What follows belongs to an exercise in optimizing a design on an open flow for small area and a short achievable clock period; a production flow would make more cautious choices.
The RTL was checked by simulation tests, not by an equivalence proof against the original design.
Power is estimated from default activity; no workload was simulated.

==> inputs of run a <==
==> flow/design.v (excerpt) <==
module psimir_vmac_lane (
    input  wire        clk,
    input  wire        rst,
    input  wire        in_valid,
    input  wire [2:0]  in_fn,
    input  wire [2:0]  in_t,
    input  wire        in_s,
    input  wire [31:0] in_a,
    input  wire [31:0] in_b,
    input  wire [63:0] in_acc,
    output reg         out_valid,
    output reg  [63:0] out_res,
    output reg         out_sat
);
    reg q1_0;
    reg q1_1;
    reg q1_2;
    reg q1_3;
    reg q1_4;
    reg q1_5;
    reg q1_6;
    reg q1_7;
    reg q1_8;
    reg q1_9;
    reg q1_10;
    reg q1_11;
    reg q1_12;
    reg q1_13;
    reg q1_14;
    reg q1_15;
    reg q1_16;
    reg q1_17;
    reg q1_18;
    reg q1_19;
    reg q1_20;
    reg q1_21;
    reg q1_22;
    reg q1_23;
    reg q1_24;
    reg q1_25;
    reg q1_26;
    reg q1_27;
    reg q1_28;
    reg q1_29;
    reg q1_30;
    reg q1_31;
    reg q1_32;
    reg q1_33;
    reg q1_34;
    reg q1_35;
    reg q1_36;
    reg q1_37;
    reg q1_38;
    reg q1_39;
    reg q1_40;
    reg q1_41;
    reg q1_42;
    reg q2_43;
    reg q2_44;
    reg q2_45;
    reg q2_46;
    reg q2_47;
    reg q3_48;
    reg q3_49;
    reg q3_50;
    wire i_c = in_fn[2];
    wire i_b = ~in_fn[2] & ~in_t[1] & ~in_t[0];
    wire i_h = ~in_fn[2] & in_t[0];
    wire i_w = ~in_fn[2] & in_t[1];
    wire i_jw = in_fn[2] & in_fn[1];
    wire [32:0] yb = {in_b, 1'b0};
    wire bm0 = yb[0];
    wire b0_0 = yb[1], b1_0 = yb[2];
    wire e_one0 = b0_0 ^ bm0;
    wire e_two0 = (b1_0 & ~b0_0 & ~bm0) | (~b1_0 & b0_0 & bm0);
    wire e_nA0 = b1_0;
    wire bm1 = yb[2];
    wire b0_1 = yb[3], b1_1 = yb[4];
    wire e_one1 = b0_1 ^ bm1;
  ...
clock: 9.5 ns
lec_check: 0
abc_area: 1
cap_margin: 20
core_margin: 5
core_utilization: 45
cts_cluster_diameter: 120
cts_cluster_size: 24
slew_margin: 20
standard.sh (not shown) runs the stock make flow with config.mk's settings and CLKGATE_MAP_FILE= SYNTH_SCRIPT=/design/flow/synth_recipe.tcl, a recipe that flattens the netlist after the stock synthesis.
==> flow/flow/run.sh <==
#!/bin/bash
set -euo pipefail
MARGIN=$(cat flow/margin.txt)
R=orfs/results/sky130hd/psimir_vmac_lane/base
bash standard.sh SETUP_SLACK_MARGIN=$MARGIN synth > make_synth.log 2>&1
cp $R/1_2_yosys.v $R/1_2_yosys_std.v
python3 flow/polarity.py $R/1_2_yosys_std.v $R/1_2_yosys.v > polarity.log 2>&1
rm -f $R/1_synth.odb $R/1_synth.sdc
bash standard.sh SETUP_SLACK_MARGIN=$MARGIN finish > make_flow.log 2>&1
Other scripts of this flow, unchanged in this note and not shown: flow/flow/margin.txt, flow/flow/polarity.py
==> run b (differences from run a) <==
CTS_CLUSTER_DIAMETER = default   (was 120)
CTS_CLUSTER_SIZE = default   (was 24)
==> notes <==
Of run b and run a, run b has the higher via count (gap 1.1%, measured against run a). Combinational power is about the same in run b and run a. Of run b and run a, run a has the higher critical path depth (gap 2). In run a the final cell count is lower than in run b, by 1.1%. Between run a and run b, the lower core utilization is in run a (gap 1.6 points). Of run b and run a, run b has the higher clock-buffer cell count (gap 58). Flip-flop and latch count is the same in run b and run a. In die area, run b and run a do not differ. Maximum frequency is about the same in run b and run a. Between run b and run a, the lower wire length is in run a (gap 0.97%, measured against run a).
==> figures <==
Run status: run b complete, no violations; run a complete, no violations
Metal3 WL: run b 31,200 um; run a 30,000 um
Total track usage: run b 38.7%; run a 38.5%
Max VDD drop: run b 0.236 mV; run a 0.234 mV
Critical path capture point: run b gHH_19_1$_DFF_P_; run a out_res[5]$_DFF_P_
Setup WS post-layout: run b 5970 ps; run a 5970 ps
Via count of the first global-routing pass: run b 56,500; run a 55,900
Number of non-clock buffers in the layout: run b 406; run a 399
Share of power burned in registers: run b 17.4%; run a 18.4%
CTS resizes: run b 481; run a 463
Count of clock-net buffers in the final layout: run b 105; run a 47
Part of the cycle the worst path needs: run b 37.2%; run a 37.2%
Endpoint required time on the critical path: run b 10,130 ps; run a 10,100 ps
Register cell area after layout: run b 14,900 um^2; run a 14,900 um^2
Initial antenna violation count: run b 23; run a 20
Worst Skew: run b 93.2 ps; run a 65.5 ps
Total net switching power: run b 17.3 mW; run a 16.9 mW
Clock network latency to the later pin of the worst-skew pair: run b 750 ps; run a 720 ps
Signal buf overhead: run b 6.12%; run a 6.23%
Hold Startpoint: run b sm2[1]$_DFF_P_; run a s2$_DFF_P_
First-pass GRT wire length: run b 409,000 um; run a 407,000 um

what the ideal ports hide:
How much do the figures lean on ideal ports? The routed layouts below were timed once more, with nothing changed but the port constraints. Step 1 (the two cells are an assumption about what drives the block):
set clk [get_ports {clk}]
set_driving_cell -lib_cell sky130_fd_sc_hd__clkbuf_16 $clk
set_driving_cell -lib_cell sky130_fd_sc_hd__buf_2 [delete_from_list [all_inputs] $clk]
Step 2 adds t to the input delays and takes it off the output delays; t is the mean of the earliest and latest rising clock arrival at the registers after step 1. Input paths then give back, and output paths get back, about the clock's delay inside the block. Three values: ideal, step 1, step 2; two values: the first two.
| run | t (ns) | setup slack, ns | worst register clock-pin slew, ns | worst data-port slew with drivers (ns) |
|---|---|---|---|---|
| run a | 0.762 | 5.966 / 5.966 / 5.346 | 0.11 / 0.11 | 0.05 |
| run b | 0.791 | 5.965 / 5.961 / 5.334 | 0.07 / 0.07 | 0.06 |
After both steps setup and hold are still met in every run listed. For run b, which loses most, drivers alone change the setup slack by -0.004 ns; drivers and shift together by -0.631 ns.
